This is an optimization exercise on Yosys and OpenROAD, whose aim is small area and few clock cycles per item, not a production implementation. The RTL was checked by simulation tests, not by an equivalence proof against the original design. No activity file was given, so power comes from the tool's default toggle rates.

$ cat flow/design.v
module rs_c3_enc (
    input  wire        clk,
    input  wire        rst,
    input  wire        in_valid,
    output wire        in_ready,
    input  wire [15:0] in_data,
    output wire        out_valid,
    input  wire        out_ready,
    output wire [15:0] out_data,
    output wire        out_last
);
    localparam integer K    = 240;
    localparam integer NPAR = 16;
    reg [15:0] q [1:NPAR-1];
    reg [15:0] fbd;
    reg        emitting;    
    reg        flushing;    
    reg [7:0]  in_cnt;
    reg [3:0]  out_cnt;
    wire [15:0] qn [1:NPAR-1];
    wire [15:0] top;
    wire x0 = fbd[8] ^ fbd[15];
    wire x1 = fbd[9] ^ fbd[14];
    wire x2 = fbd[3] ^ fbd[11];
    wire x3 = fbd[4] ^ fbd[12];
    wire x4 = fbd[0] ^ x1;
    wire x5 = fbd[10] ^ x0;
    wire x6 = fbd[8] ^ fbd[13];
    wire x7 = fbd[2] ^ fbd[14];
    wire x8 = fbd[5] ^ fbd[15];
    wire x9 = fbd[7] ^ x6;
    wire x10 = fbd[1] ^ fbd[6];
    wire x11 = x4 ^ x10;
    wire x12 = fbd[0] ^ x8;
    wire x13 = fbd[11] ^ x7;
    wire x14 = fbd[1] ^ x5;
    wire x15 = x3 ^ x11;
    wire x16 = fbd[6] ^ fbd[12];
    wire x17 = fbd[15] ^ x16;
    wire x18 = fbd[11] ^ fbd[14];
    wire x19 = x8 ^ x18;
    wire x20 = x3 ^ x7;
    wire x21 = fbd[10] ^ x20;
    wire x22 = x2 ^ x3;
    wire x23 = fbd[2] ^ x22;
    wire x24 = x2 ^ x6;
    wire x25 = x12 ^ x24;
    wire x26 = fbd[5] ^ fbd[11];
    wire x27 = x24 ^ x26;
    wire x28 = x11 ^ x27;
    wire x29 = fbd[4] ^ fbd[14];
    wire x30 = x5 ^ x29;
    wire x31 = x6 ^ x30;
    wire x32 = fbd[3] ^ fbd[12];
    wire x33 = x1 ^ x32;
    wire x34 = x0 ^ x33;
    wire x35 = fbd[1] ^ fbd[8];
    wire x36 = fbd[9] ^ x35;
    wire x37 = x24 ^ x36;
    wire x38 = fbd[0] ^ fbd[7];
    wire x39 = x20 ^ x38;
    wire x40 = x30 ^ x39;
    wire x41 = x32 ^ x35;
    wire x42 = x27 ^ x41;
    wire x43 = fbd[2] ^ fbd[5];
    wire x44 = fbd[13] ^ x38;
    wire x45 = x43 ^ x44;
    wire x46 = x14 ^ x45;
    wire x47 = x6 ^ x21;
    wire x48 = x11 ^ x13;
    wire x49 = x34 ^ x39;
    wire x50 = x34 ^ x45;
    wire x51 = x21 ^ x46;
    wire x52 = x20 ^ x24;
    wire x53 = x8 ^ x51;
    wire x54 = fbd[6] ^ x52;
    wire x55 = x15 ^ x33;
    wire x56 = x12 ^ x30;
    wire x57 = x2 ^ x50;
    wire x58 = fbd[3] ^ x51;
    wire x59 = x36 ^ x51;
    wire x60 = x55 ^ x56;
    wire x61 = x28 ^ x29;
    wire x62 = fbd[10] ^ x49;
    wire x63 = x15 ^ x35;
    wire x64 = x26 ^ x49;
    wire x65 = x42 ^ x56;
    wire x66 = x24 ^ x43;
    wire x67 = x31 ^ x48;
    wire x68 = fbd[12] ^ x55;
    wire x69 = fbd[15] ^ x54;
    wire x70 = fbd[1] ^ x19;
    wire x71 = fbd[7] ^ x22;
    wire x72 = x25 ^ x60;
    wire x73 = x51 ^ x57;
    wire x74 = x32 ^ x38;
    wire x75 = fbd[13] ^ fbd[15];
    wire x76 = x41 ^ x56;
    wire x77 = fbd[2] ^ x60;
    wire x78 = x16 ^ x22;
    wire x79 = x48 ^ x59;
    wire x80 = fbd[10] ^ x50;
    wire x81 = x6 ^ x80;
    wire x82 = x54 ^ x56;
    wire x83 = x35 ^ x47;
    wire x84 = x15 ^ x53;
    wire x87 = x58 ^ x82;
    wire x88 = x10 ^ x13;
    wire x89 = x10 ^ x75;
    wire x90 = x47 ^ x89;
    wire x91 = x24 ^ x48;
    wire x92 = x1 ^ x54;
    wire x93 = x52 ^ x55;
    wire x94 = x0 ^ x40;
    wire x95 = x61 ^ x70;
    wire x96 = x11 ^ x95;
    wire x97 = x44 ^ x88;
    wire x98 = x63 ^ x88;
    wire x99 = x25 ^ x46;
    wire x100 = x52 ^ x62;
    wire x101 = x47 ^ x99;
    wire x102 = x49 ^ x53;
    wire x103 = x22 ^ x59;
    wire x104 = fbd[10] ^ x63;
    wire x105 = x37 ^ x104;
    wire x106 = fbd[14] ^ x53;
    wire x107 = x10 ^ x18;
    wire x108 = x49 ^ x78;
    wire x109 = x42 ^ x73;
    wire x115 = x34 ^ x68;
    wire x118 = fbd[7] ^ fbd[11];
    wire x119 = fbd[6] ^ fbd[8];
    wire x120 = fbd[7] ^ fbd[9];
    wire x121 = x10 ^ x38;
    wire x122 = x94 ^ x121;
    wire x124 = fbd[5] ^ x75;
    wire x125 = x75 ^ x119;
    wire x126 = fbd[11] ^ x119;
    wire x127 = x0 ^ x2;
    wire x128 = x57 ^ x92;
    wire x129 = x44 ^ x118;
    wire x130 = x19 ^ x63;
    wire x131 = x129 ^ x130;
    wire x133 = fbd[10] ^ x41;
    wire x134 = fbd[13] ^ x20;
    wire x135 = x9 ^ x74;
    wire x136 = fbd[0] ^ x5;
    wire x137 = x69 ^ x136;
    wire x138 = x29 ^ x121;
    wire x139 = fbd[15] ^ x22;
    wire x140 = x12 ^ x43;
    wire x141 = x22 ^ x45;
    wire x143 = x23 ^ x25;
    wire x144 = x84 ^ x143;
    wire x145 = x119 ^ x143;
    wire x146 = x75 ^ x136;
    wire x147 = x27 ^ x126;
    wire x148 = fbd[2] ^ x21;
    wire x149 = x48 ^ x76;
    wire x150 = fbd[5] ^ x30;
    wire x151 = x2 ^ x150;
    wire x152 = x65 ^ x151;
    wire x153 = x145 ^ x152;
    wire x154 = x56 ^ x120;
    wire x155 = x88 ^ x147;
    wire x156 = x97 ^ x135;
    wire x157 = fbd[2] ^ x46;
    wire x158 = x41 ^ x157;
    wire x159 = x34 ^ x47;
    wire x160 = x7 ^ x150;
    wire x161 = x101 ^ x160;
    wire x163 = x4 ^ x40;
    wire x164 = x83 ^ x97;
    wire x165 = x52 ^ x63;
    wire x166 = x10 ^ x60;
    wire x167 = x43 ^ x165;
    wire x168 = x76 ^ x122;
    wire x169 = x44 ^ x101;
    wire x170 = x11 ^ x128;
    wire x172 = x50 ^ x167;
    wire x175 = x16 ^ x107;
    wire x176 = x1 ^ x107;
    wire x178 = fbd[4] ^ x126;
    wire x179 = x134 ^ x178;
    wire x180 = x166 ^ x176;
    wire x184 = x9 ^ x88;
    wire x185 = x159 ^ x184;
    wire x186 = x66 ^ x70;
    wire x188 = x27 ^ x70;
    wire x190 = x37 ^ x89;
    wire x191 = x27 ^ x136;
    wire x194 = x21 ^ x125;
    wire x195 = x120 ^ x133;
    wire x200 = x49 ^ x147;
    wire x203 = x139 ^ x148;
    wire x204 = x15 ^ x186;
    wire x205 = x89 ^ x141;
    wire x208 = x28 ^ x74;
    wire x210 = x45 ^ x147;
    wire x211 = x78 ^ x81;
    wire x214 = x50 ^ x126;
    wire x215 = x139 ^ x179;
    wire x226 = x64 ^ x83;
    wire x227 = x63 ^ x127;
    wire x228 = x75 ^ x99;
    wire x232 = x88 ^ x90;
    wire x235 = fbd[7] ^ x80;
    wire x237 = x26 ^ x145;
    wire x242 = x24 ^ x82;
    wire x243 = fbd[1] ^ x160;
    wire x245 = fbd[5] ^ x154;
    wire x249 = x65 ^ x71;
    wire x259 = x94 ^ x135;
    wire x285 = x164 ^ x188;
    wire x287 = fbd[0] ^ x68;
    wire x291 = x73 ^ x118;
    wire x293 = x81 ^ x94;
    wire x294 = x127 ^ x195;
    wire x295 = x90 ^ x294;
    wire x297 = x68 ^ x154;
    wire x300 = x104 ^ x179;
    wire x315 = x242 ^ x295;
    wire x320 = fbd[3] ^ x60;
    wire x324 = x147 ^ x228;
    wire x332 = x47 ^ x103;
    wire x340 = x50 ^ x87;
    wire x353 = x293 ^ x294;
    wire x361 = x5 ^ x79;
    wire x368 = fbd[2] ^ fbd[3];
    wire x372 = fbd[2] ^ fbd[11];
    wire x373 = fbd[13] ^ x372;
    wire x374 = x74 ^ x373;
    wire x375 = fbd[8] ^ fbd[10];
    wire x376 = x1 ^ x375;
    wire x377 = x376 ^ x153;
    wire x381 = fbd[1] ^ fbd[5];
    wire x382 = fbd[13] ^ fbd[14];
    wire x383 = x381 ^ x382;
    wire x384 = x74 ^ x383;
    wire x385 = fbd[5] ^ fbd[12];
    wire x388 = fbd[7] ^ x43;
    wire x390 = fbd[2] ^ fbd[7];
    wire x393 = fbd[6] ^ fbd[7];
    wire x394 = fbd[15] ^ x393;
    wire x395 = x394 ^ x300;
    wire x396 = fbd[14] ^ x5;
    wire y0 = fbd[2] ^ q[1][0];
    wire y1 = x90 ^ y0;
    wire y2 = x15 ^ q[1][1];
    wire y3 = x79 ^ y2;
    wire y4 = x179 ^ q[1][2];
    wire y5 = x69 ^ y4;
    wire y6 = x67 ^ q[1][3];
    wire y7 = x109 ^ y6;
    wire y8 = x141 ^ q[1][4];
    wire y9 = x166 ^ y8;
    wire y10 = x4 ^ q[1][5];
    wire y11 = x152 ^ y10;
    wire y12 = x194 ^ q[1][6];
    wire y13 = x103 ^ q[1][7];
    wire y14 = x161 ^ q[1][8];
    wire y15 = x69 ^ q[1][9];
    wire y16 = fbd[10] ^ q[1][10];
    wire y17 = x73 ^ y16;
    wire y18 = x139 ^ q[1][11];
    wire y19 = x101 ^ y18;
    wire y20 = x61 ^ q[1][12];
    wire y21 = x164 ^ y20;
    wire y22 = x204 ^ q[1][13];
    wire y23 = x203 ^ y22;
    wire y24 = x226 ^ q[1][14];
    wire y25 = fbd[12] ^ q[1][15];
    wire y26 = x67 ^ y25;
    wire y27 = x151 ^ q[2][0];
    wire y28 = x130 ^ q[2][1];
    wire y29 = x49 ^ q[2][2];
    wire y30 = x93 ^ y29;
    wire y31 = x374 ^ q[2][3];
    wire y32 = x133 ^ q[2][4];
    wire y33 = x25 ^ y32;
    wire y34 = x93 ^ q[2][5];
    wire y35 = x138 ^ q[2][6];
    wire y36 = x204 ^ y35;
    wire y37 = fbd[14] ^ q[2][7];
    wire y38 = x159 ^ y37;
    wire y39 = x83 ^ q[2][8];
    wire y40 = x80 ^ y39;
    wire y41 = x100 ^ q[2][9];
    wire y42 = x79 ^ y41;
    wire y43 = x105 ^ q[2][10];
    wire y44 = x102 ^ y43;
    wire y45 = x232 ^ q[2][11];
    wire y46 = x127 ^ q[2][12];
    wire y47 = x106 ^ y46;
    wire y48 = x66 ^ q[2][13];
    wire y49 = x169 ^ y48;
    wire y50 = x71 ^ q[2][14];
    wire y51 = x79 ^ y50;
    wire y52 = x44 ^ q[2][15];
    wire y53 = x215 ^ y52;
    wire y54 = x129 ^ q[3][0];
    wire y55 = x49 ^ y54;
    wire y56 = x36 ^ q[3][1];
    wire y57 = x76 ^ y56;
    wire y58 = x205 ^ q[3][2];
    wire y59 = x232 ^ y58;
    wire y60 = x89 ^ q[3][3];
    wire y61 = x119 ^ q[3][4];
    wire y62 = x95 ^ y61;
    wire y63 = x124 ^ q[3][5];
    wire y64 = x65 ^ y63;
    wire y65 = x124 ^ q[3][6];
    wire y66 = x48 ^ y65;
    wire y67 = x139 ^ q[3][7];
    wire y68 = x87 ^ y67;
    wire y69 = x60 ^ q[3][8];
    wire y70 = x96 ^ y69;
    wire y71 = x50 ^ q[3][9];
    wire y72 = x165 ^ y71;
    wire y73 = x315 ^ q[3][10];
    wire y74 = x2 ^ q[3][11];
    wire y75 = x169 ^ y74;
    wire y76 = x75 ^ q[3][12];
    wire y77 = x67 ^ y76;
    wire y78 = x71 ^ q[3][13];
    wire y79 = x243 ^ y78;
    wire y80 = x92 ^ q[3][14];
    wire y81 = x135 ^ q[3][15];
    wire y82 = x154 ^ y81;
    wire y83 = x167 ^ q[4][0];
    wire y84 = x153 ^ y83;
    wire y85 = x77 ^ q[4][1];
    wire y86 = x121 ^ q[4][2];
    wire y87 = x25 ^ y86;
    wire y88 = x66 ^ q[4][3];
    wire y89 = x156 ^ y88;
    wire y90 = x62 ^ q[4][4];
    wire y91 = x77 ^ y90;
    wire y92 = x324 ^ q[4][5];
    wire y93 = x210 ^ q[4][6];
    wire y94 = x97 ^ q[4][7];
    wire y95 = x54 ^ y94;
    wire y96 = x29 ^ q[4][8];
    wire y97 = x165 ^ y96;
    wire y98 = x146 ^ q[4][9];
    wire y99 = x58 ^ y98;
    wire y100 = x293 ^ q[4][10];
    wire y101 = x67 ^ q[4][11];
    wire y102 = x55 ^ y101;
    wire y103 = x40 ^ q[4][12];
    wire y104 = x84 ^ y103;
    wire y105 = x249 ^ q[4][13];
    wire y106 = fbd[14] ^ q[4][14];
    wire y107 = x0 ^ y106;
    wire y108 = x98 ^ y107;
    wire y109 = x74 ^ q[4][15];
    wire y110 = x46 ^ y109;
    wire y111 = x320 ^ q[5][0];
    wire y112 = x108 ^ q[5][1];
    wire y113 = x61 ^ q[5][2];
    wire y114 = x53 ^ y113;
    wire y115 = x57 ^ q[5][3];
    wire y116 = x98 ^ y115;
    wire y117 = x17 ^ q[5][4];
    wire y118 = x122 ^ y117;
    wire y119 = fbd[2] ^ q[5][5];
    wire y120 = x2 ^ y119;
    wire y121 = fbd[8] ^ q[5][6];
    wire y122 = fbd[3] ^ y121;
    wire y123 = x3 ^ y122;
    wire y124 = x78 ^ q[5][7];
    wire y125 = x167 ^ y124;
    wire y126 = x25 ^ q[5][8];
    wire y127 = x53 ^ y126;
    wire y128 = x145 ^ q[5][9];
    wire y129 = x33 ^ q[5][10];
    wire y130 = x95 ^ y129;
    wire y131 = x36 ^ q[5][11];
    wire y132 = x96 ^ y131;
    wire y133 = x62 ^ q[5][12];
    wire y134 = x73 ^ y133;
    wire y135 = x98 ^ q[5][13];
    wire y136 = fbd[10] ^ q[5][14];
    wire y137 = fbd[9] ^ y136;
    wire y138 = x368 ^ y137;
    wire y139 = x42 ^ y138;
    wire y140 = fbd[12] ^ q[5][15];
    wire y141 = x137 ^ y140;
    wire y142 = x4 ^ q[6][0];
    wire y143 = x122 ^ y142;
    wire y144 = x228 ^ q[6][1];
    wire y145 = x80 ^ q[6][2];
    wire y146 = x79 ^ y145;
    wire y147 = x127 ^ q[6][3];
    wire y148 = x128 ^ y147;
    wire y149 = x388 ^ q[6][4];
    wire y150 = x396 ^ y149;
    wire y151 = x190 ^ q[6][5];
    wire y152 = x126 ^ q[6][6];
    wire y153 = x164 ^ y152;
    wire y154 = x78 ^ q[6][7];
    wire y155 = x61 ^ y154;
    wire y156 = fbd[8] ^ q[6][8];
    wire y157 = x390 ^ y156;
    wire y158 = x190 ^ y157;
    wire y159 = x99 ^ q[6][9];
    wire y160 = x98 ^ y159;
    wire y161 = x15 ^ q[6][10];
    wire y162 = x80 ^ y161;
    wire y163 = fbd[10] ^ q[6][11];
    wire y164 = x150 ^ y163;
    wire y165 = x9 ^ q[6][12];
    wire y166 = x66 ^ y165;
    wire y167 = x35 ^ q[6][13];
    wire y168 = x68 ^ y167;
    wire y169 = x34 ^ q[6][14];
    wire y170 = x58 ^ y169;
    wire y171 = fbd[2] ^ q[6][15];
    wire y172 = x320 ^ y171;
    wire y173 = fbd[0] ^ q[7][0];
    wire y174 = x7 ^ y173;
    wire y175 = x81 ^ y174;
    wire y176 = x21 ^ q[7][1];
    wire y177 = x179 ^ y176;
    wire y178 = x203 ^ q[7][2];
    wire y179 = x194 ^ q[7][3];
    wire y180 = x214 ^ y179;
    wire y181 = x49 ^ q[7][4];
    wire y182 = x48 ^ y181;
    wire y183 = x159 ^ q[7][5];
    wire y184 = x158 ^ y183;
    wire y185 = fbd[10] ^ q[7][6];
    wire y186 = x10 ^ y185;
    wire y187 = x27 ^ y186;
    wire y188 = x295 ^ q[7][7];
    wire y189 = x107 ^ q[7][8];
    wire y190 = x106 ^ y189;
    wire y191 = x138 ^ q[7][9];
    wire y192 = x131 ^ y191;
    wire y193 = x157 ^ q[7][10];
    wire y194 = x109 ^ y193;
    wire y195 = x237 ^ q[7][11];
    wire y196 = x226 ^ y195;
    wire y197 = x235 ^ q[7][12];
    wire y198 = x97 ^ q[7][13];
    wire y199 = x62 ^ y198;
    wire y200 = x140 ^ q[7][14];
    wire y201 = x315 ^ y200;
    wire y202 = x140 ^ q[7][15];
    wire y203 = x82 ^ y202;
    wire y204 = fbd[14] ^ q[8][0];
    wire y205 = x385 ^ y204;
    wire y206 = x259 ^ y205;
    wire y207 = x95 ^ q[8][1];
    wire y208 = x45 ^ q[8][2];
    wire y209 = x170 ^ y208;
    wire y210 = x106 ^ q[8][3];
    wire y211 = x195 ^ q[8][4];
    wire y212 = x300 ^ q[8][5];
    wire y213 = fbd[5] ^ q[8][6];
    wire y214 = fbd[0] ^ y213;
    wire y215 = x18 ^ y214;
    wire y216 = x133 ^ y215;
    wire y217 = x108 ^ q[8][7];
    wire y218 = x106 ^ y217;
    wire y219 = x155 ^ q[8][8];
    wire y220 = x53 ^ y219;
    wire y221 = fbd[8] ^ q[8][9];
    wire y222 = x61 ^ y221;
    wire y223 = x148 ^ q[8][10];
    wire y224 = x55 ^ y223;
    wire y225 = x152 ^ q[8][11];
    wire y226 = x120 ^ q[8][12];
    wire y227 = x28 ^ y226;
    wire y228 = x143 ^ q[8][13];
    wire y229 = x208 ^ y228;
    wire y230 = x47 ^ q[8][14];
    wire y231 = x58 ^ y230;
    wire y232 = x153 ^ q[8][15];
    wire y233 = x66 ^ q[9][0];
    wire y234 = x102 ^ y233;
    wire y235 = x83 ^ q[9][1];
    wire y236 = x115 ^ y235;
    wire y237 = x158 ^ q[9][2];
    wire y238 = x131 ^ q[9][3];
    wire y239 = x134 ^ q[9][4];
    wire y240 = x87 ^ y239;
    wire y241 = x12 ^ q[9][5];
    wire y242 = x57 ^ y241;
    wire y243 = x20 ^ q[9][6];
    wire y244 = x159 ^ y243;
    wire y245 = x129 ^ q[9][7];
    wire y246 = x30 ^ y245;
    wire y247 = x149 ^ q[9][8];
    wire y248 = x104 ^ q[9][9];
    wire y249 = x103 ^ y248;
    wire y250 = x259 ^ q[9][10];
    wire y251 = x242 ^ q[9][11];
    wire y252 = x388 ^ q[9][12];
    wire y253 = x65 ^ y252;
    wire y254 = x19 ^ q[9][13];
    wire y255 = x91 ^ y254;
    wire y256 = x163 ^ q[9][14];
    wire y257 = x55 ^ y256;
    wire y258 = x158 ^ q[9][15];
    wire y259 = x98 ^ y258;
    wire y260 = x119 ^ q[10][0];
    wire y261 = x76 ^ y260;
    wire y262 = x81 ^ q[10][1];
    wire y263 = x105 ^ y262;
    wire y264 = x291 ^ q[10][2];
    wire y265 = x10 ^ q[10][3];
    wire y266 = x20 ^ y265;
    wire y267 = x44 ^ q[10][4];
    wire y268 = x90 ^ y267;
    wire y269 = x41 ^ q[10][5];
    wire y270 = x57 ^ y269;
    wire y271 = fbd[3] ^ q[10][6];
    wire y272 = x90 ^ y271;
    wire y273 = x6 ^ q[10][7];
    wire y274 = x64 ^ y273;
    wire y275 = x135 ^ q[10][8];
    wire y276 = x59 ^ y275;
    wire y277 = x324 ^ q[10][9];
    wire y278 = x291 ^ y277;
    wire y279 = x146 ^ q[10][10];
    wire y280 = x95 ^ y279;
    wire y281 = x71 ^ q[10][11];
    wire y282 = x245 ^ y281;
    wire y283 = x140 ^ q[10][12];
    wire y284 = x161 ^ y283;
    wire y285 = fbd[14] ^ q[10][13];
    wire y286 = fbd[1] ^ y285;
    wire y287 = x237 ^ y286;
    wire y288 = x78 ^ q[10][14];
    wire y289 = x79 ^ y288;
    wire y290 = x215 ^ q[10][15];
    wire y291 = x34 ^ q[11][0];
    wire y292 = x65 ^ y291;
    wire y293 = x78 ^ q[11][1];
    wire y294 = x77 ^ y293;
    wire y295 = x50 ^ q[11][2];
    wire y296 = x185 ^ y295;
    wire y297 = x211 ^ q[11][3];
    wire y298 = x28 ^ q[11][4];
    wire y299 = x101 ^ y298;
    wire y300 = x45 ^ q[11][5];
    wire y301 = x122 ^ y300;
    wire y302 = x184 ^ q[11][6];
    wire y303 = x148 ^ q[11][7];
    wire y304 = x62 ^ y303;
    wire y305 = x87 ^ q[11][8];
    wire y306 = x3 ^ q[11][9];
    wire y307 = x64 ^ y306;
    wire y308 = fbd[15] ^ q[11][10];
    wire y309 = x1 ^ y308;
    wire y310 = x374 ^ y309;
    wire y311 = x64 ^ q[11][11];
    wire y312 = x131 ^ y311;
    wire y313 = x8 ^ q[11][12];
    wire y314 = x82 ^ y313;
    wire y315 = x101 ^ q[11][13];
    wire y316 = x1 ^ q[11][14];
    wire y317 = x143 ^ y316;
    wire y318 = x5 ^ q[11][15];
    wire y319 = x28 ^ y318;
    wire y320 = x94 ^ q[12][0];
    wire y321 = fbd[1] ^ q[12][1];
    wire y322 = x24 ^ y321;
    wire y323 = x245 ^ q[12][2];
    wire y324 = x249 ^ q[12][3];
    wire y325 = x235 ^ y324;
    wire y326 = x68 ^ q[12][4];
    wire y327 = x106 ^ y326;
    wire y328 = x120 ^ q[12][5];
    wire y329 = x29 ^ y328;
    wire y330 = fbd[5] ^ q[12][6];
    wire y331 = x136 ^ y330;
    wire y332 = x176 ^ q[12][7];
    wire y333 = x74 ^ q[12][8];
    wire y334 = x73 ^ y333;
    wire y335 = x148 ^ q[12][9];
    wire y336 = x155 ^ y335;
    wire y337 = x208 ^ q[12][10];
    wire y338 = fbd[15] ^ q[12][11];
    wire y339 = x105 ^ y338;
    wire y340 = x18 ^ q[12][12];
    wire y341 = x25 ^ y340;
    wire y342 = x115 ^ q[12][13];
    wire y343 = x83 ^ q[12][14];
    wire y344 = x59 ^ y343;
    wire y345 = x134 ^ q[12][15];
    wire y346 = x105 ^ y345;
    wire y347 = x44 ^ q[13][0];
    wire y348 = x168 ^ y347;
    wire y349 = x128 ^ q[13][1];
    wire y350 = x186 ^ q[13][2];
    wire y351 = x12 ^ q[13][3];
    wire y352 = x84 ^ y351;
    wire y353 = x163 ^ q[13][4];
    wire y354 = x58 ^ y353;
    wire y355 = x42 ^ q[13][5];
    wire y356 = x137 ^ y355;
    wire y357 = x205 ^ q[13][6];
    wire y358 = x45 ^ q[13][7];
    wire y359 = x68 ^ y358;
    wire y360 = x102 ^ q[13][8];
    wire y361 = x4 ^ q[13][9];
    wire y362 = x159 ^ y361;
    wire y363 = x109 ^ q[13][10];
    wire y364 = x46 ^ q[13][11];
    wire y365 = x84 ^ y364;
    wire y366 = x49 ^ q[13][12];
    wire y367 = x137 ^ y366;
    wire y368 = x100 ^ q[13][13];
    wire y369 = x16 ^ q[13][14];
    wire y370 = x72 ^ y369;
    wire y371 = x69 ^ q[13][15];
    wire y372 = x55 ^ y371;
    wire y373 = x243 ^ q[14][0];
    wire y374 = x148 ^ q[14][1];
    wire y375 = x149 ^ y374;
    wire y376 = x19 ^ q[14][2];
    wire y377 = x156 ^ y376;
    wire y378 = x104 ^ q[14][3];
    wire y379 = x58 ^ y378;
    wire y380 = x121 ^ q[14][4];
    wire y381 = x19 ^ y380;
    wire y382 = x50 ^ q[14][5];
    wire y383 = x28 ^ y382;
    wire y384 = x67 ^ q[14][6];
    wire y385 = x185 ^ y384;
    wire y386 = x92 ^ q[14][7];
    wire y387 = x93 ^ y386;
    wire y388 = x141 ^ q[14][8];
    wire y389 = x96 ^ y388;
    wire y390 = x91 ^ q[14][9];
    wire y391 = x210 ^ q[14][10];
    wire y392 = x211 ^ y391;
    wire y393 = x191 ^ q[14][11];
    wire y394 = x205 ^ y393;
    wire y395 = x188 ^ q[14][12];
    wire y396 = x45 ^ q[14][13];
    wire y397 = x59 ^ y396;
    wire y398 = x191 ^ q[14][14];
    wire y399 = x118 ^ q[14][15];
    wire y400 = x138 ^ y399;
    wire y401 = x4 ^ q[15][0];
    wire y402 = x14 ^ q[15][1];
    wire y403 = x13 ^ q[15][2];
    wire y404 = x34 ^ q[15][3];
    wire y405 = x31 ^ q[15][4];
    wire y406 = x19 ^ q[15][5];
    wire y407 = x17 ^ q[15][6];
    wire y408 = x9 ^ q[15][7];
    wire y409 = x15 ^ q[15][8];
    wire y410 = x46 ^ q[15][9];
    wire y411 = x23 ^ q[15][10];
    wire y412 = x28 ^ q[15][11];
    wire y413 = x40 ^ q[15][12];
    wire y414 = x37 ^ q[15][13];
    wire y415 = x21 ^ q[15][14];
    wire y416 = x25 ^ q[15][15];
    assign qn[1][0] = x214;
    assign qn[1][1] = x285;
    assign qn[1][2] = x287;
    assign qn[1][3] = x227;
    assign qn[1][4] = x377;
    assign qn[1][5] = x332;
    assign qn[1][6] = x340;
    assign qn[1][7] = x361;
    assign qn[1][8] = x237;
    assign qn[1][9] = x384;
    assign qn[1][10] = x175;
    assign qn[1][11] = x178;
    assign qn[1][12] = x200;
    assign qn[1][13] = x297;
    assign qn[1][14] = x395;
    assign qn[1][15] = x353;
    assign qn[2][0] = y1;
    assign qn[2][1] = y3;
    assign qn[2][2] = y5;
    assign qn[2][3] = y7;
    assign qn[2][4] = y9;
    assign qn[2][5] = y11;
    assign qn[2][6] = y12;
    assign qn[2][7] = y13;
    assign qn[2][8] = y14;
    assign qn[2][9] = y15;
    assign qn[2][10] = y17;
    assign qn[2][11] = y19;
    assign qn[2][12] = y21;
    assign qn[2][13] = y23;
    assign qn[2][14] = y24;
    assign qn[2][15] = y26;
    assign qn[3][0] = y27;
    assign qn[3][1] = y28;
    assign qn[3][2] = y30;
    assign qn[3][3] = y31;
    assign qn[3][4] = y33;
    assign qn[3][5] = y34;
    assign qn[3][6] = y36;
    assign qn[3][7] = y38;
    assign qn[3][8] = y40;
    assign qn[3][9] = y42;
    assign qn[3][10] = y44;
    assign qn[3][11] = y45;
    assign qn[3][12] = y47;
    assign qn[3][13] = y49;
    assign qn[3][14] = y51;
    assign qn[3][15] = y53;
    assign qn[4][0] = y55;
    assign qn[4][1] = y57;
    assign qn[4][2] = y59;
    assign qn[4][3] = y60;
    assign qn[4][4] = y62;
    assign qn[4][5] = y64;
    assign qn[4][6] = y66;
    assign qn[4][7] = y68;
    assign qn[4][8] = y70;
    assign qn[4][9] = y72;
    assign qn[4][10] = y73;
    assign qn[4][11] = y75;
    assign qn[4][12] = y77;
    assign qn[4][13] = y79;
    assign qn[4][14] = y80;
    assign qn[4][15] = y82;
    assign qn[5][0] = y84;
    assign qn[5][1] = y85;
    assign qn[5][2] = y87;
    assign qn[5][3] = y89;
    assign qn[5][4] = y91;
    assign qn[5][5] = y92;
    assign qn[5][6] = y93;
    assign qn[5][7] = y95;
    assign qn[5][8] = y97;
    assign qn[5][9] = y99;
    assign qn[5][10] = y100;
    assign qn[5][11] = y102;
    assign qn[5][12] = y104;
    assign qn[5][13] = y105;
    assign qn[5][14] = y108;
    assign qn[5][15] = y110;
    assign qn[6][0] = y111;
    assign qn[6][1] = y112;
    assign qn[6][2] = y114;
    assign qn[6][3] = y116;
    assign qn[6][4] = y118;
    assign qn[6][5] = y120;
    assign qn[6][6] = y123;
    assign qn[6][7] = y125;
    assign qn[6][8] = y127;
    assign qn[6][9] = y128;
    assign qn[6][10] = y130;
    assign qn[6][11] = y132;
    assign qn[6][12] = y134;
    assign qn[6][13] = y135;
    assign qn[6][14] = y139;
    assign qn[6][15] = y141;
    assign qn[7][0] = y143;
    assign qn[7][1] = y144;
    assign qn[7][2] = y146;
    assign qn[7][3] = y148;
    assign qn[7][4] = y150;
    assign qn[7][5] = y151;
    assign qn[7][6] = y153;
    assign qn[7][7] = y155;
    assign qn[7][8] = y158;
    assign qn[7][9] = y160;
    assign qn[7][10] = y162;
    assign qn[7][11] = y164;
    assign qn[7][12] = y166;
    assign qn[7][13] = y168;
    assign qn[7][14] = y170;
    assign qn[7][15] = y172;
    assign qn[8][0] = y175;
    assign qn[8][1] = y177;
    assign qn[8][2] = y178;
    assign qn[8][3] = y180;
    assign qn[8][4] = y182;
    assign qn[8][5] = y184;
    assign qn[8][6] = y187;
    assign qn[8][7] = y188;
    assign qn[8][8] = y190;
    assign qn[8][9] = y192;
    assign qn[8][10] = y194;
    assign qn[8][11] = y196;
    assign qn[8][12] = y197;
    assign qn[8][13] = y199;
    assign qn[8][14] = y201;
    assign qn[8][15] = y203;
    assign qn[9][0] = y206;
    assign qn[9][1] = y207;
    assign qn[9][2] = y209;
    assign qn[9][3] = y210;
    assign qn[9][4] = y211;
    assign qn[9][5] = y212;
    assign qn[9][6] = y216;
    assign qn[9][7] = y218;
    assign qn[9][8] = y220;
    assign qn[9][9] = y222;
    assign qn[9][10] = y224;
    assign qn[9][11] = y225;
    assign qn[9][12] = y227;
    assign qn[9][13] = y229;
    assign qn[9][14] = y231;
    assign qn[9][15] = y232;
    assign qn[10][0] = y234;
    assign qn[10][1] = y236;
    assign qn[10][2] = y237;
    assign qn[10][3] = y238;
    assign qn[10][4] = y240;
    assign qn[10][5] = y242;
    assign qn[10][6] = y244;
    assign qn[10][7] = y246;
    assign qn[10][8] = y247;
    assign qn[10][9] = y249;
    assign qn[10][10] = y250;
    assign qn[10][11] = y251;
    assign qn[10][12] = y253;
    assign qn[10][13] = y255;
    assign qn[10][14] = y257;
    assign qn[10][15] = y259;
    assign qn[11][0] = y261;
    assign qn[11][1] = y263;
    assign qn[11][2] = y264;
    assign qn[11][3] = y266;
    assign qn[11][4] = y268;
    assign qn[11][5] = y270;
    assign qn[11][6] = y272;
    assign qn[11][7] = y274;
    assign qn[11][8] = y276;
    assign qn[11][9] = y278;
    assign qn[11][10] = y280;
    assign qn[11][11] = y282;
    assign qn[11][12] = y284;
    assign qn[11][13] = y287;
    assign qn[11][14] = y289;
    assign qn[11][15] = y290;
    assign qn[12][0] = y292;
    assign qn[12][1] = y294;
    assign qn[12][2] = y296;
    assign qn[12][3] = y297;
    assign qn[12][4] = y299;
    assign qn[12][5] = y301;
    assign qn[12][6] = y302;
    assign qn[12][7] = y304;
    assign qn[12][8] = y305;
    assign qn[12][9] = y307;
    assign qn[12][10] = y310;
    assign qn[12][11] = y312;
    assign qn[12][12] = y314;
    assign qn[12][13] = y315;
    assign qn[12][14] = y317;
    assign qn[12][15] = y319;
    assign qn[13][0] = y320;
    assign qn[13][1] = y322;
    assign qn[13][2] = y323;
    assign qn[13][3] = y325;
    assign qn[13][4] = y327;
    assign qn[13][5] = y329;
    assign qn[13][6] = y331;
    assign qn[13][7] = y332;
    assign qn[13][8] = y334;
    assign qn[13][9] = y336;
    assign qn[13][10] = y337;
    assign qn[13][11] = y339;
    assign qn[13][12] = y341;
    assign qn[13][13] = y342;
    assign qn[13][14] = y344;
    assign qn[13][15] = y346;
    assign qn[14][0] = y348;
    assign qn[14][1] = y349;
    assign qn[14][2] = y350;
    assign qn[14][3] = y352;
    assign qn[14][4] = y354;
    assign qn[14][5] = y356;
    assign qn[14][6] = y357;
    assign qn[14][7] = y359;
    assign qn[14][8] = y360;
    assign qn[14][9] = y362;
    assign qn[14][10] = y363;
    assign qn[14][11] = y365;
    assign qn[14][12] = y367;
    assign qn[14][13] = y368;
    assign qn[14][14] = y370;
    assign qn[14][15] = y372;
    assign qn[15][0] = y373;
    assign qn[15][1] = y375;
    assign qn[15][2] = y377;
    assign qn[15][3] = y379;
    assign qn[15][4] = y381;
    assign qn[15][5] = y383;
    assign qn[15][6] = y385;
    assign qn[15][7] = y387;
    assign qn[15][8] = y389;
    assign qn[15][9] = y390;
    assign qn[15][10] = y392;
    assign qn[15][11] = y394;
    assign qn[15][12] = y395;
    assign qn[15][13] = y397;
    assign qn[15][14] = y398;
    assign qn[15][15] = y400;
    assign top[0] = y401;
    assign top[1] = y402;
    assign top[2] = y403;
    assign top[3] = y404;
    assign top[4] = y405;
    assign top[5] = y406;
    assign top[6] = y407;
    assign top[7] = y408;
    assign top[8] = y409;
    assign top[9] = y410;
    assign top[10] = y411;
    assign top[11] = y412;
    assign top[12] = y413;
    assign top[13] = y414;
    assign top[14] = y415;
    assign top[15] = y416;
    wire        take  = in_valid && !emitting;
    wire        shift = emitting && (out_ready || flushing);
    wire        en    = take || shift;
    wire [15:0] fb    = (in_data ^ top) & {16{!emitting}};
    integer k;
    always @(posedge clk) begin
        if (en) begin
            fbd  <= fb;
            for (k = 1; k < NPAR; k = k + 1) q[k] <= qn[k];
        end
    end
    always @(posedge clk) begin
        if (rst) begin
            emitting <= 1'b1;
            flushing <= 1'b1;
            in_cnt   <= 8'd0;
            out_cnt  <= 4'd0;
        end else if (take) begin
            if (in_cnt == K - 1) begin
                in_cnt   <= 8'd0;
                emitting <= 1'b1;
            end else begin
                in_cnt <= in_cnt + 8'd1;
            end
        end else if (shift) begin
            if (out_cnt == NPAR - 1) begin
                out_cnt  <= 4'd0;
                emitting <= 1'b0;
                flushing <= 1'b0;
            end else begin
                out_cnt <= out_cnt + 4'd1;
            end
        end
    end
    assign in_ready  = !emitting;
    assign out_valid = emitting && !flushing;
    assign out_data  = top;
    assign out_last  = out_cnt == NPAR - 1;
endmodule
$ cat flow/flow/run.sh
#!/bin/bash
# The standard layout (standard.sh) with two changes:
#  - ABC maps the logic with a plain structural mapping (flow/abc.script), so
#    the XOR network written in the RTL is kept as it is;
#  - extra ORFS make variables from flow/extra.sh (placement/CTS options).
# Each tool's output goes to the ORFS logs under orfs/logs; make's own output
# goes to make.log.
set -euo pipefail
HERE=$(pwd)
cat > my_synth.tcl <<EOF
proc abc {args} {
  set i [lsearch -exact \$args -script]
  if {\$i >= 0} { set args [lreplace \$args [expr {\$i+1}] [expr {\$i+1}] $HERE/flow/abc.script] }
  yosys abc {*}\$args
}
source $HERE/synth_recipe.tcl
EOF
{
  cat flow/extra.sh
  sed -e "s#SYNTH_SCRIPT=[^ ]*#SYNTH_SCRIPT=$HERE/my_synth.tcl#" \
      -e 's#"\${@:-finish}"#"${EXTRA[@]}" "${@:-finish}"#' standard.sh
} > my_standard.sh
bash my_standard.sh > make.log 2>&1
$ cat flow/flow/abc.script
strash
map -a
$ cat flow/flow/extra.sh
EXTRA=("BUFFER_PORTS_ARGS=-buffer_cell sky130_fd_sc_hd__buf_1" "CTS_ARGS=-sink_clustering_enable -repair_clock_nets -dont_use_dummy_load -buf_list sky130_fd_sc_hd__clkbuf_8 -root_buf sky130_fd_sc_hd__clkbuf_8 -sink_clustering_size 14 -sink_clustering_max_diameter 100")
$ cat flow/standard.sh
#!/bin/bash
# synth_recipe.tcl (not shown) runs the flow's synth.tcl, then flattens the netlist and writes it again
# the make line also repeats each setting of config.mk as NAME=value (left out here)
make -C /OpenROAD-flow-scripts/flow DESIGN_CONFIG=/design/flow/config.mk WORK_HOME=/design/flow/orfs CLKGATE_MAP_FILE= SYNTH_SCRIPT=/design/flow/synth_recipe.tcl "${@:-finish}"
$ cat flow/config.mk
export PLATFORM = sky130hd
export DESIGN_NAME = rs_c3_enc
export DESIGN_NICKNAME = rs_c3_enc
export VERILOG_FILES = /design/flow/design.v
export SDC_FILE = /design/flow/constraint.sdc
export NUM_CORES = 4
export LEC_CHECK = 0
export CAP_MARGIN = 20
export CORE_MARGIN = 2
export CORE_UTILIZATION = 55
export PLACE_DENSITY = 0.7
export SETUP_SLACK_MARGIN = 0.2
export SLEW_MARGIN = 20
$ cat flow/constraint.sdc
create_clock -name core_clock -period 4.0 [get_ports {clk}]
set_input_delay 0.8000 -clock core_clock [delete_from_list [all_inputs] [get_ports {clk}]]
set_output_delay 0.8000 -clock core_clock [all_outputs]
set_load 0.01 [all_outputs]
==> results.txt, run 1 <==
* Minimum clock period at 3760 ps
* Die H at 167 µm
* Clk_skew at 52.3 ps
* Final number of hold-violating endpoints at 0
* Critical R2R Launch: fbd[6]$_DFFE_PP_
* Fin. max-slew vios at 0
* Power Density at 290 nW/µm²
* Worst path arrival time at 2960 ps
* Final nets at 1,358
* Sequential area share after synthesis at 54.6%
* Die area at 27,900 µm²
* Clk slew on worst S/H paths at 90 ps
* Mapped Cells at 1,118
* Hold Path Depth at 2
* Grt met2 use at 53.2%
* Initial Util at 56.0%
* Crit path max fanout at 6
* Router iterations before antenna repair at 5
* CP required at 3200 ps
* Core area at 26,100 µm²
* GRT busiest layer: met2
* Clock buffer depth at 3
* Peak Freq at 0.266 GHz
* Met3 usage at 4.75%
* Fin Setup TNS at 0 ps
* Root buffer cell: clkbuf_8
* Total global routing overflow at 0
* Setup crit end kind: output pin
* Average size of a mapped cell at 13.1 µm²
* Drc violations at 0
* Area Growth Syn to Fin at 15.6%
* WS Path Type: flop to output pin
* Final core occ at 64.8%
* Synth warn at 2
* Buffers on Ports at 38
* ANT nets after route at 0
* Die extent in x at 167 µm
* # diodes at 0
* CTS H-tree lvls at 1
* Pin count of the biggest net entering global routing at 116
* Hold buffer count at cts at 0
* Critical Path Source Type: flop
* Syn Nets at 1,140
* R2R setup slack at 280 ps
* Fillers at 2,046
* Routed WL at 47.1 mm
* Reg2Reg Depth at 12
* Final setup viols at 0
* Slew @ Worst Pin at 885 ps
* Layout cells sized above 1 at 16.6%
* DR vias/cell at 5.51
* MaxCap Viol Count at 0
* Fin crit share at 94.0%
* Drt initial violations at 1,385
* Slew margin rel. at 40.6%
* Class of the worst hold path: flop to flop
* CTS tree: yes
* Gp weighted congestion at 1.00
* Vias in the first global route at 8,951
* DPL Wire Length at 36.1 mm
* Initial antenna violation count at 0
* Mapped cell area at 14,600 µm²
* Worst Hold Endpoint: flushing$_SDFFE_PP1P_
* Clock latency (worst-skew pair) at 580 ps
* Core Rows at 59
* Yosys reg bits at 270
* Global-route met1 utilization at 48.9%
* IO Pins at 39
* Static Leak at 7.45 nW
* RSZ-0062 raised after global routing: true
* Status: finished clean
* Clock Sinks at 270
* Synth unique cells at 15
* Clock buffer count from CTS at 23
* Hold_sp: flushing$_SDFFE_PP1P_
* Avg WL per Cell at 28.2 µm
* First-pass GRT wire length at 65.4 mm
* Peak supply drop at 0.388 mV
* Reg2reg end: q[3][10]$_DFFE_PP_
* Gr usage total at 33.9%
* Vias at 9,191
timing repair:
item	in CTS	in global routing
resized for setup	5	15
setup buffers	7	9
setup endpoints to repair	21	25
pin swaps	0	2
where the power goes:
group          leakage [nW]  switching [mW]  internal, mW  total, mW
clock                 0.165           0.912         0.514       1.43
combinational          4.02           0.120         0.111      0.232
sequential             3.27          0.0581          3.17       3.23
total                  7.45            1.09          3.80       4.89
kinds of logic (layout without fill, tap and decap cells):
family	count (synthesis)	after routing	share of synthesized area, %
and+or+nand+nor	107	107	2.92
adders and majority gates	2	2	0.171
DFF	270	270	54.6
xor gates and xnor gates	664	664	39.8
AOI/OAI and AO/OA	16	16	0.566
buffers and inverters	59	275	1.93
area by class of cell:
class                           instances  area (µm²)  share of cell area, %
Sequential cell                       270        7970                   47.2
Tap cell                              335         419                   2.48
Clock buffer                           23         317                   1.88
Multi-Input combinational cell        789        6550                   38.8
Timing Repair Buffer                  209        1460                   8.62
Inverter                               43         165                  0.979
cells in the final DEF (no fill, tap or decap):
cell type     n
nor2_4        1
buf_4       168
clkinvlp_4    1
a21oi_1      13
nor3_1        2
buf_12        2
o211ai_1      1
nor2_2        3
buf_1        38
nand2_1      20
nor2_1       65
clkbuf_8     23
ha_1          2
xor2_1      429
nand3_1      12
dfxtp_1      14
nand2_8       1
nand4_1       3
xor2_2       16
buf_6         1
xnor2_2       4
o21ai_0       2
clkinv_1     42
xnor2_1     214
xor2_4        1
edfxtp_1    256
per-layer routing:
layer  part of all wire [%]  wire, µm
met1                     43     20100
met2                     45     21000
met3                    8.2      3860
met4                    4.5      2110
met5                      0         0
how the worst max path moves through the flow:
stage	start	endpoint	slack [ps]	depth (start not counted)
after floorplan	fbd[7]$_DFFE_PP_	q[13][4]$_DFFE_PP_	240	10
after global placement	fbd[0]$_DFFE_PP_	q[1][6]$_DFFE_PP_	110	14
after detailed placement	fbd[0]$_DFFE_PP_	q[11][9]$_DFFE_PP_	140	14
after CTS	fbd[8]$_DFFE_PP_	out_data[9]	160	9
after global routing	fbd[7]$_DFFE_PP_	out_data[9]	70	11
final	fbd[0]$_DFFE_PP_	out_data[9]	240	11
flip-flops by register name, indices dropped and copies added, names as in the netlist:
register and cells:
flushing 1, fbd 16, emitting 1, q 240, in_cnt 8, out_cnt 4
worst max-delay path, cell delays in order (launching register included):
cell and delay (ps):
edfxtp_1 440, buf_4 170, nor2_1 100, nor2_1 60, buf_4 170, xor2_2 160, buf_4 200, xnor2_2 170
buf_4 180, xnor2_1 350, xnor2_1 210, buf_1 190
through the flow:
| stage | setup slack [ps] | hold slack [ps] | std cells | power, mW | area (µm²) |
|---|---|---|---|---|---|
| global placement | 115 | 465 | 1630 | 3.51 | 16300 |
| detailed placement | 140 | 473 | 1630 | 3.52 | 16300 |
| floorplan | 235 | 451 | 1118 | 3.45 | 14700 |
| CTS | 159 | 489 | 1660 | 4.91 | 16700 |
| finish | 241 | 484 | 1669 | 4.89 | 16900 |
| global route | 73.4 | 535 | 1669 | 5.02 | 16900 |
synth_stat cells, drive strengths merged:
| cell type | n | area share [%] |
|---|---|---|
| dfxtp | 14 | 1.9 |
| o21ai | 2 | 0.069 |
| xor2 | 446 | 27 |
| buf | 16 | 0.82 |
| nand3 | 12 | 0.41 |
| xnor2 | 218 | 13 |
| nor3 | 2 | 0.069 |
| ha | 2 | 0.17 |
| nor2 | 69 | 1.8 |
| nand4 | 3 | 0.13 |
| a21oi | 13 | 0.45 |
| clkinv | 43 | 1.1 |
| o211ai | 1 | 0.051 |
| nand2 | 21 | 0.54 |
| edfxtp | 256 | 53 |
Testbench counts, summed over its fixed seeds: cycles 49,280, words 192.
==> run 2, diff against run 1 <==
==> flow/flow/extra.sh (replaced) <==
EXTRA=("BUFFER_PORTS_ARGS=-buffer_cell sky130_fd_sc_hd__buf_2" "CTS_ARGS=-sink_clustering_enable -repair_clock_nets -dont_use_dummy_load -buf_list sky130_fd_sc_hd__clkbuf_8 -root_buf sky130_fd_sc_hd__clkbuf_8")
--- a/flow/config.mk
+++ b/flow/config.mk
@@ -11,3 +11,2 @@
 export PLACE_DENSITY = 0.7
-export SETUP_SLACK_MARGIN = 0.2
 export SLEW_MARGIN = 20
==> run 2 against run 1 <==
Register-to-register slack got worse by 210 ps. Count of clock-buffer cells in the layout rose by 24. Clock power rose by 43%. Die area did not move. Fmax fell by 4.3%. Hold slack improved by 0.65 ps. Core utilization rose by 0.60 points. Worst setup slack got worse by 170 ps. Synthesized cell count did not move. Clock skew fell by 5.7 ps. Sequential share of layout area fell by 0.43 points. Critical path type is now flop to flop. Critical endpoint is now q[6][15]$_DFFE_PP_.
==> results.txt, run 2 <==
* Average size of a mapped cell at 13.1 µm² (unchanged)
* Die area at 27,900 µm² (unchanged)
* Class of the worst hold path: flop to flop
* Clk pwr share at 37.1% (+7.9 points)
* Cell taking the most area after synthesis: edfxtp_1
* Reg2Reg Depth at 11 (-1)
* IO Pins at 39 (unchanged)
* Worst path arrival time at 4240 ps (+1280 ps)
* Clock latency (worst-skew pair) at 570 ps (about the same)
* Avg WL per Cell at 27.6 µm (-2.3%)
* Critical path endpoint: q[6][15]$_DFFE_PP_
* Pre-CTS setup slack at -187 ps (-327 ps)
* Core area at 26,100 µm² (unchanged)
* Clock buffer count from CTS at 47 (+100%)
* Crit path max fanout at 5 (-1)
* Synth top area cells: edfxtp_1 53%, xor2_1 27%, xnor2_1 13%
* MaxCap Viol Count at 0 (unchanged)
* Static Leak at 7.65 nW (+2.8%)
* Slew margin rel. at 42.4% (+1.9 points)
* Gp weighted congestion at 1.01 (+0.50%)
* Placed instance area at 16,300 µm² (-0.25%)
* Buffers on Ports at 38 (unchanged)
* Switching power at 1.19 mW (+8.9%)
* Routed WL at 46.3 mm (-1.9%)
* ANT nets after route at 0 (unchanged)
* CTS H-tree lvls at 2 (+1)
* DPL Wire Length at 35.2 mm (-2.7%)
* Post-synth EDFFs at 256 (unchanged)
* Sw frac at 21.5% (-0.79 points)
* Non-filler instance count after layout at 1,676 (+0.42%)
* Combinational power share at 4.2% (-0.5 points)
* Final core occ at 65.3% (+0.60 points)
* Fin. max-slew vios at 0 (unchanged)
* Mapped cell area at 14,600 µm² (unchanged)
* Internal power at 4.33 mW (+14%)
* Initial Util at 56.0% (unchanged)
* Reg2reg end: q[6][15]$_DFFE_PP_
* Fin crit share at 98.2% (+4.3 points)
* Synth cell count leaders: 446 x xor2_1, 256 x edfxtp_1, 218 x xnor2_1
* Async SR Flop Fraction at 0% (unchanged)
* Post-Layout Inst Area at 17,000 µm² (+0.92%)
* Vias at 9,090 (-1.1%)
* Area Growth Syn to Fin at 16.6%
* Critical R2R Launch: fbd[8]$_DFFE_PP_
* Root buffer cell: clkbuf_8
* Drt initial violations at 1,021 (-26%)
* Fin Setup TNS at 0 ps (unchanged)
* Largest regs: q x240, fbd x16, in_cnt x8
* Synth warn at 2 (unchanged)
* Tot Pwr at 5.52 mW (+13%)
* Peak supply drop at 0.347 mV (-11%)
* Top-count cell post-synth: xor2_1
* Start point of the critical path: fbd[8]$_DFFE_PP_
* Fillers at 2,095 (+2.4%)
* RSZ-0062 raised after global routing: false
* Critical Path Source Type: flop
* Final number of hold-violating endpoints at 0 (unchanged)
* Clk slew on worst S/H paths at 60 ps (-30 ps)
* DR vias/cell at 5.42 (-1.5%)
* CTS tree: yes
* Vias in the first global route at 9,060 (+1.2%)
* Total global routing overflow at 0 (unchanged)
* Clock Sinks at 270 (unchanged)
* Placed Cells at 1,624 (-0.37%)
* Drc violations at 0 (unchanged)
* Minimum clock period at 3930 ps (+171 ps)
* Clock buffer depth at 3 (unchanged)
* Layout cells sized above 1 at 18.9% (+2.3 points)
* R2R setup slack at 70 ps (-210 ps)
* Final nets at 1,365 (+0.52%)
* Power Density at 324 nW/µm² (+12%)
* Mapped Cells at 1,118 (unchanged)
* Sequential area share after synthesis at 54.6% (unchanged)
* Die extent in x at 167 µm (unchanged)
* Largest Register: q
* Pin count of the biggest net entering global routing at 87 (-25%)
* First-pass GRT wire length at 64.3 mm (-1.8%)
* Slew @ Worst Pin at 861 ps (-24.7 ps)
* Share of the synthesized area in the top cell type at 52.7% (unchanged)
* Syn Nets at 1,140 (unchanged)
* Clk_skew at 46.6 ps (-5.72 ps)
* Yosys reg bits at 270 (unchanged)
* Commonest non-fill, non-tap cell in the layout: xor2_1
* Die H at 167 µm (unchanged)
* Gr usage total at 33.5% (-0.41 points)
* Hold_sp: flushing$_SDFFE_PP1P_
* Register share of total power at 58.7% (-7.4 points)
* PnR worst setup slack at 70.3 ps (-171 ps)
* Main synth FF type: edfxtp_1
* Synth unique cells at 15 (unchanged)
* Final setup viols at 0 (unchanged)
* WS Path Type: flop to flop
* Hold_ws at 484 ps (+0.651 ps)
* Router iterations before antenna repair at 5 (unchanged)
* Initial antenna violation count at 0 (unchanged)
* # diodes at 0 (unchanged)
* Commonest non-fill, non-tap cells in the layout: 440 x xor2_1, 256 x edfxtp_1, 216 x xnor2_1
* Core Rows at 59 (unchanged)
* Peak Freq at 0.254 GHz (-4.3%)
* Setup crit end kind: flop
* CP required at 4310 ps (+1110 ps)
* Max reg flops at 240 (unchanged)
* Status: finished clean
[run 2: cell types whose count changed in the layout (fill, tap and decap cells not counted), moves of 2 or more]
| cell | previous run | this run |
|---|---|---|
| buf_1 | 38 | 0 |
| buf_2 | 0 | 38 |
| buf_4 | 168 | 151 |
| clkbuf_8 | 23 | 47 |
| nor2_2 | 3 | 5 |
| xnor2_1 | 214 | 216 |
| xnor2_2 | 4 | 2 |
| xor2_1 | 429 | 440 |
| xor2_2 | 16 | 5 |
[run 2: repair_timing]
item | 4_1_cts | 5_1_grt
buffers inserted | 5 | 0
endpoints found under the setup margin | 11 | 9
gates resized for setup | 5 | 8
hold buffers | 0 | 0
pin swaps | 0 | 1
[run 2: per-layer routing]
layer | global-route usage, % | wire length (µm)
met5 | 0 | 0
met2 | 50.4 | 20500
met4 | 16.6 | 2570
met3 | 7.30 | 4410
met1 | 46.1 | 18800
[run 2: cells by family after synthesis]
logic type / after synthesis / synth area share, %
xor gates and xnor gates: 664 / 39.8
DFF: 270 / 54.6
and+or+nand+nor: 107 / 2.92
buffers and inverters: 59 / 1.93
AOI/OAI and AO/OA: 16 / 0.566
adders and majority gates: 2 / 0.171
[run 2: worst min-delay path by stage]
stage	endpoint	slack [ps]	cells after the start
after global placement	flushing$_SDFFE_PP1P_	470	2
after floorplan	flushing$_SDFFE_PP1P_	450	2
final	flushing$_SDFFE_PP1P_	480	2
after CTS	flushing$_SDFFE_PP1P_	490	2
after detailed placement	flushing$_SDFFE_PP1P_	480	2
after global routing	out_cnt[1]$_SDFFE_PP0P_	510	2
[run 2: worst max-delay path, cell delays in order (launching register included)]
cell	delay, ps
edfxtp_1	470
buf_4	220
nor2_1	60
nor2_2	370
buf_4	230
xnor2_1	280
xor2_1	320
xor2_1	420
buf_4	230
xor2_2	360
xor2_2	320
xor2_1	430
[run 2: area by class of cell]
cell class	instances	area (µm²)	share of cell area (%)
Sequential cell	270	7970	46.8
Clock buffer	47	647	3.80
Tap cell	335	419	2.46
Inverter	43	161	0.948
Timing Repair Buffer	192	1380	8.13
Multi-Input combinational cell	789	6450	37.9
[run 2: power groups by stage]
stage / Clock, mW / Combinational, mW / Sequential (mW)
3_3_place_gp: 0 / 0.223 / 3.29
5_1_grt: 2.21 / 0.250 / 3.24
6_report: 2.05 / 0.232 / 3.24
3_5_place_dp: 0 / 0.229 / 3.29
2_1_floorplan: 0 / 0.176 / 3.27
4_1_cts: 2.10 / 0.231 / 3.24
==> run 3, diff against run 2 <==
==> flow/flow/extra.sh (replaced) <==
EXTRA=("BUFFER_PORTS_ARGS=-buffer_cell sky130_fd_sc_hd__buf_1" "CTS_ARGS=-sink_clustering_enable -repair_clock_nets -dont_use_dummy_load -sink_clustering_size 20 -sink_clustering_max_diameter 100")
--- a/flow/config.mk
+++ b/flow/config.mk
@@ -11,2 +11,3 @@
 export PLACE_DENSITY = 0.7
+export SETUP_SLACK_MARGIN = 0.1
 export SLEW_MARGIN = 20
==> run 3 against run 2 <==
Still clean. Cell count shrank 1.6%. Synthesized cell count did not move. Register-to-register slack better by 90 ps. Largest cell class unchanged.
==> results.txt, run 3 <==
* R2R setup slack at 160 ps (+90 ps)
* Static Leak at 7.44 nW (-2.8%)
* Status: finished clean
* Yosys reg bits at 270 (unchanged)
* Critical R2R Launch: fbd[14]$_DFFE_PP_
* Internal power at 4.04 mW (-6.6%)
* Power Density at 304 nW/µm² (-6.1%)
* Avg WL per Cell at 27.8 µm (+0.86%)
* # diodes at 0 (unchanged)
* CP required at 4260 ps (-50 ps)
* Clock buffer depth at 3 (unchanged)
* Area Growth Syn to Fin at 15.5%
* Max reg flops at 240 (unchanged)
* Final core occ at 64.7% (-0.64 points)
* Synth warn at 2 (unchanged)
* IO Pins at 39 (unchanged)
* Sequential area share after synthesis at 54.6% (unchanged)
* Drc violations at 0 (unchanged)
* Setup crit end kind: flop
* Switching power at 1.08 mW (-8.7%)
* Final setup viols at 0 (unchanged)
* ANT nets after route at 0 (unchanged)
* Synth top area cells: edfxtp_1 53%, xor2_1 27%, xnor2_1 13%
* Layout cells sized above 1 at 15.1% (-3.8 points)
* Buffers on Ports at 38 (unchanged)
* Mapped Cells at 1,118 (unchanged)
* Class of the worst hold path: flop to flop
* Die extent in x at 167 µm (unchanged)
* Worst path arrival time at 4100 ps (-140 ps)
* WS Path Type: flop to flop
* MaxCap Viol Count at 0 (unchanged)
* Vias at 9,018 (-0.79%)
* Hold Path Depth at 2 (unchanged)
* Sw frac at 21.1% (-0.37 points)
* Async SR Flop Fraction at 0% (unchanged)
* Main synth FF type: edfxtp_1
* Slew margin rel. at 45.2% (+2.8 points)
* Post-synth EDFFs at 256 (unchanged)
* Initial antenna violation count at 0 (unchanged)
* Top-count cell post-synth: xor2_1
* Die H at 167 µm (unchanged)
* Commonest non-fill, non-tap cell in the layout: xor2_1
* Core area at 26,100 µm² (unchanged)
* Minimum clock period at 3840 ps (-87.7 ps)
* Peak supply drop at 0.431 mV (+24%)
* Average size of a mapped cell at 13.1 µm² (unchanged)
* Reg2reg end: q[5][7]$_DFFE_PP_
* CTS H-tree lvls at 1 (-1)
* Combinational power share at 4.4% (+0.2 points)
* RSZ-0062 raised after global routing: true
* Critical path's top delay family: XOR/XNOR gates
* DPL Wire Length at 35.1 mm (about the same)
* Crit-path most repeated cell: xor2_1
* Routed WL at 45.9 mm (-0.70%)
* Register share of total power at 63.0% (+4.3 points)
* Gr usage total at 33.1% (-0.34 points)
* Crit-path cells: buf_4 > xor2_1 > buf_4 > xor2_1 > nor2_1 > nor2_1 > xor2_1 > xnor2_1 > xor2_1
* Clk slew on worst S/H paths at 80 ps (+20 ps)
* Fin crit share at 96.1% (-2.2 points)
* Root buffer cell: clkbuf_16
* Vias in the first global route at 8,824 (-2.6%)
* Mapped cell area at 14,600 µm² (unchanged)
* Fin Setup TNS at 0 ps (unchanged)
* Final nets at 1,339 (-1.9%)
* First-pass GRT wire length at 64.0 mm (-0.44%)
* Commonest non-fill, non-tap cells in the layout: 434 x xor2_1, 256 x edfxtp_1, 215 x xnor2_1
* Clk_skew at 36.5 ps (-10.1 ps)
* Tot Pwr at 5.13 mW (-7.1%)
* Cell taking the most area after synthesis: edfxtp_1
* Largest Register: q
* Syn Nets at 1,140 (unchanged)
* Critical Path Source Type: flop
* Drt initial violations at 1,012 (-0.88%)
* Total global routing overflow at 0 (unchanged)
* Fin. max-slew vios at 0 (unchanged)
* Clock latency (worst-skew pair) at 520 ps (-50 ps)
* Pre-CTS setup slack at -204 ps (-16.8 ps)
* Pin count of the biggest net entering global routing at 83 (-4.6%)
* DR vias/cell at 5.47 (+0.77%)
* Peak Freq at 0.260 GHz (+2.3%)
* Synth cell count leaders: 446 x xor2_1, 256 x edfxtp_1, 218 x xnor2_1
* Slew @ Worst Pin at 819 ps (-42.0 ps)
* Final number of hold-violating endpoints at 0 (unchanged)
* Largest regs: q x240, fbd x16, in_cnt x8
* PnR worst setup slack at 158 ps (+87.7 ps)
* CTS tree: yes
* Router iterations before antenna repair at 5 (unchanged)
* Die area at 27,900 µm² (unchanged)
* Synth unique cells at 15 (unchanged)
* Clock buffer count from CTS at 17 (-64%)
* Initial Util at 56.0% (unchanged)
* Clk pwr share at 32.6% (-4.5 points)
* Core Rows at 59 (unchanged)
* Crit path max fanout at 4 (-1)
* Share of the synthesized area in the top cell type at 52.7% (unchanged)
* Worst Hold Endpoint: out_cnt[1]$_SDFFE_PP0P_
* Slowest cell on the critical path: xor2_1
* Clock Sinks at 270 (unchanged)
* Buf/Inv on CP at 2 (-1)
* Worst path max stage delay at 710 ps (+240 ps)
* Hold_sp: out_cnt[1]$_SDFFE_PP0P_
* Gp weighted congestion at 1.03 (+2.6%)
* Reg2Reg Depth at 9 (-2)
## run 3: cell counts after synthesis
Identical to the previous run, type by type.
## run 3: power groups by stage
stage | clock, mW | sequential [mW] | combinational (mW)
after global routing | 1.78 | 3.24 | 0.247
final | 1.67 | 3.23 | 0.228
after global placement | 0 | 3.29 | 0.219
after detailed placement | 0 | 3.29 | 0.225
after floorplan | 0 | 3.27 | 0.176
after CTS | 1.70 | 3.23 | 0.227
## run 3: worst max path at each step
| stage | start | endpoint | cells after the start |
|---|---|---|---|
| floorplan | fbd[7]$_DFFE_PP_ | q[3][9]$_DFFE_PP_ | 10 |
| global placement | fbd[1]$_DFFE_PP_ | q[8][14]$_DFFE_PP_ | 12 |
| detailed placement | fbd[1]$_DFFE_PP_ | q[8][14]$_DFFE_PP_ | 12 |
| CTS | fbd[13]$_DFFE_PP_ | out_data[11] | 8 |
| global route | fbd[9]$_DFFE_PP_ | out_data[11] | 8 |
| finish | fbd[14]$_DFFE_PP_ | q[5][7]$_DFFE_PP_ | 9 |
## run 3: layout make-up
class / instances / area (µm²)
clock buffer: 17 / 425
multi-input combinational: 789 / 6520
timing repair buffer: 196 / 1370
fill: 2049 / 9200
inverter: 43 / 163
tap: 335 / 419
sequential: 270 / 7970
## run 3: timing repair
item / CTS / global route
setup buffers: 8 / 7
resized for setup: 10 / 13
setup endpoints to repair: 18 / 10
pin swaps: 1 / 2
hold buffers: 0 / 0
## run 3: tightest hold or removal path: stages (launching register included)
cell and delay, ps:
dfxtp_1 320, nand2_1 70, a21oi_1 50
## run 3: cells by family after synthesis
logic type,after synthesis,synth area share (%)
XOR/XNOR,664,39.8
flip-flops,270,54.6
AND/OR/NAND/NOR,107,2.92
buffers and inverters,59,1.93
AO/OA/AOI/OAI,16,0.566
adder cells (fa/ha/maj),2,0.171
## run 3: layer usage
metal	global-route usage (%)	vias to the layer above	wire [µm]
met4	10.8	0	1780
li1	-	4010	-
met3	5.13	83	3410
met2	53.0	405	21100
met5	0	-	0
met1	46.6	4520	19600
## run 3: metrics by stage
step | instance area (µm²) | instances | hold slack [ps]
global route | 16900 | 1650 | 524
global placement | 16200 | 1618 | 469
CTS | 16700 | 1643 | 490
detailed placement | 16200 | 1618 | 482
floorplan | 14600 | 1118 | 451
finish | 16900 | 1650 | 484
==> run 4, diff against run 3 <==
--- a/flow/flow/run.sh
+++ b/flow/flow/run.sh
@@ -2,3 +2,3 @@
 # The standard layout (standard.sh) with two changes:
-#  - ABC maps the logic with a plain structural mapping (flow/abc.script), so
+#  - ABC maps the logic with an area-oriented structural mapping (&nf) (flow/abc.script), so
 #    the XOR network written in the RTL is kept as it is;
==> flow/flow/abc.script (replaced) <==
&get -n
&st
&dch -f
&nf -R 1000
&put
--- a/flow/config.mk
+++ b/flow/config.mk
@@ -10,3 +10,3 @@
 export CORE_UTILIZATION = 55
-export PLACE_DENSITY = 0.7
+export PLACE_DENSITY = 0.8
 export SETUP_SLACK_MARGIN = 0.1
==> run 4 against run 3 <==
Fmax increased by 1.0%. Wire length fell by 6.6%. Largest cell class unchanged. Largest power group unchanged. First-iteration DRC count up 29%. Count of clock-buffer cells in the layout did not move. Cell count down 9.5%. Flip-flop and latch count unchanged. Combinational power shrank 32%. Via count is 7.1% lower. Power shrank 3.0%. Highest routed layer unchanged.
==> results.txt, run 4 <==
* Status: finished clean
* Crit-path cells: xnor2_1 > xnor2_2 > buf_4 > xnor2_4 > xnor2_2 > buf_4 > xor2_1 > buf_1
* Fin. max-slew vios at 0 (unchanged)
* PnR worst setup slack at 197 ps (+39.0 ps)
* Pre-CTS setup slack at 186 ps (+390 ps)
* Post-synth EDFFs at 256 (unchanged)
* Placed instance area at 15,700 µm² (-3.3%)
* Sequential area share after synthesis at 56.2% (+1.6 points)
* Total global routing overflow at 0 (unchanged)
* Critical path's top delay family: XOR/XNOR gates
* Final setup viols at 0 (unchanged)
* Post-Layout Inst Area at 16,200 µm² (-4.2%)
* MaxCap Viol Count at 0 (unchanged)
* Area Growth Syn to Fin at 13.9%
* IO Pins at 39 (unchanged)
* Gr usage total at 32.5% (-0.68 points)
* Avg WL per Cell at 28.7 µm (+3.1%)
* Drc violations at 0 (unchanged)
* RSZ-0062 raised after global routing: false
* Final core occ at 64.0% (-0.74 points)
* Worst Hold Endpoint: out_cnt[1]$_SDFFE_PP0P_
* Slowest cell on the critical path: edfxtp_1
* Main synth FF type: edfxtp_1
* Gp weighted congestion at 1.03 (+0.23%)
* Buf/Inv on CP at 3 (+1)
* Core Rows at 58 (-1.7%)
* Async SR Flop Fraction at 0% (unchanged)
* Initial antenna violation count at 0 (unchanged)
* Yosys reg bits at 270 (unchanged)
* Layout cells sized above 1 at 13.2% (-1.8 points)
* Router iterations before antenna repair at 5 (unchanged)
* Final number of hold-violating endpoints at 0 (unchanged)
* Initial Util at 56.2% (+0.15 points)
* Hold_sp: out_cnt[1]$_SDFFE_PP0P_
* DR vias/cell at 5.61 (+2.6%)
* # diodes at 0 (unchanged)
* Commonest non-fill, non-tap cell in the layout: xnor2_1
* Top-count cell post-synth: xnor2_1
* Die H at 165 µm (-1.4%)
* Worst path max stage delay at 490 ps (-220 ps)
* Class of the worst hold path: flop to flop
* Pin count of the biggest net entering global routing at 46 (-45%)
* Fin Setup TNS at 0 ps (unchanged)
* Vias at 8,374 (-7.1%)
* ANT nets after route at 0 (unchanged)
* WS Path Type: flop to output pin
* CTS tree: yes
* Critical Path Source Type: flop
* DPL Wire Length at 32.5 mm (-7.6%)
## run 4: cell count changes after synthesis, moves of 2 or more
cell      previous run  this run
xor2_1             446       187
xnor2_1            218       473
nor2_1              69        26
clkinv_1            43         1
nand2_1             21         5
nand3_1             12         1
a21oi_1             13         6
and3_1               0         4
a21o_1               0         2
nand4_1              3         1
nor3b_1              0         2
## run 4: worst max-delay path by stage
stage | startpoint | to | slack [ps] | depth (start not counted)
floorplan | fbd[3]$_DFFE_PP_ | q[5][0]$_DFFE_PP_ | 130 | 8
global placement | fbd[9]$_DFFE_PP_ | q[3][10]$_DFFE_PP_ | 190 | 10
detailed placement | fbd[9]$_DFFE_PP_ | q[3][10]$_DFFE_PP_ | 190 | 10
CTS | fbd[8]$_DFFE_PP_ | out_data[4] | 110 | 7
global route | fbd[8]$_DFFE_PP_ | out_data[4] | 130 | 7
finish | fbd[11]$_DFFE_PP_ | out_data[11] | 200 | 8
## run 4: metal layers
layer  GRT usage [%]  vias up  part of all wire, %
met5               0        -                    0
met4            15.1        0                  6.1
met3            5.10      108                  8.8
met2            50.6      505                   45
met1            44.9     4129                   40
li1                -     3632                    -
## run 4: kinds of logic after synthesis
group,synth area share (%)
muxes,0.0706
and+or+nand+nor,1.44
AOI/OAI and AO/OA,0.529
DFF,56.2
xor gates and xnor gates,40.7
adders and majority gates,0.176
buffers and inverters,0.873
## run 4: timing repair
item                                    in CTS  in global routing
setup buffers                                0                  3
pin swaps                                    0                  2
resized for setup                            3                  3
endpoints found under the setup margin       2                  4
## run 4: worst register-to-register path, cell delays in order (launching register included)
cell and delay, ps:
edfxtp_1 570, xor2_4 370, xnor2_2 170, xor2_1 300, xnor2_2 170, xor2_1 380, xnor2_1 320, xnor2_1 550
buf_4 240, xor2_1 200, xnor2_1 100
## run 4: final cells by class
type	count	area (µm²)
sequential	270	7970
inverter	1	3.75
clock buffer	17	425
tap	330	413
fill	1959	9100
timing repair buffer	156	1090
multi-input combinational	720	6250
## run 4: stage by stage
stage | power (mW) | hold slack, ps | std cells
global placement | 3.37 | 463 | 1474
global route | 5.08 | 518 | 1494
detailed placement | 3.37 | 479 | 1474
finish | 4.97 | 491 | 1494
floorplan | 3.33 | 448 | 1007
CTS | 4.98 | 490 | 1491
## run 4: power breakdown
group	internal (mW)	total [mW]	switching [mW]
combinational	0.0799	0.156	0.0757
sequential	3.12	3.15	0.0346
clock	0.760	1.66	0.904
total	3.96	4.97	1.01

## separate check: timing with driven ports
Ports are ideal in the flow. The routed layouts listed here were re-timed in OpenROAD. Step 1: set_driving_cell puts a clkbuf_16 on clk and a buf_2 on each other input, an assumption about the parent block. Step 2 also shifts input and output timing later by t, the mid clock arrival at the registers, as if the neighbouring blocks saw the same clock. Three values: ideal ports, drivers, drivers and shift; two values: the first two.
| run | t (ns) | slack for setup (ns) |
|---|---|---|
| run 1 | 0.604 | 0.241 / 0.194 / 0.279 |
| run 2 | 0.593 | 0.070 / 0.038 / 0.070 |
| run 3 | 0.557 | 0.158 / 0.137 / 0.158 |
| run 4 | 0.548 | 0.197 / 0.150 / 0.366 |
After both steps setup and hold are still met in every run listed.
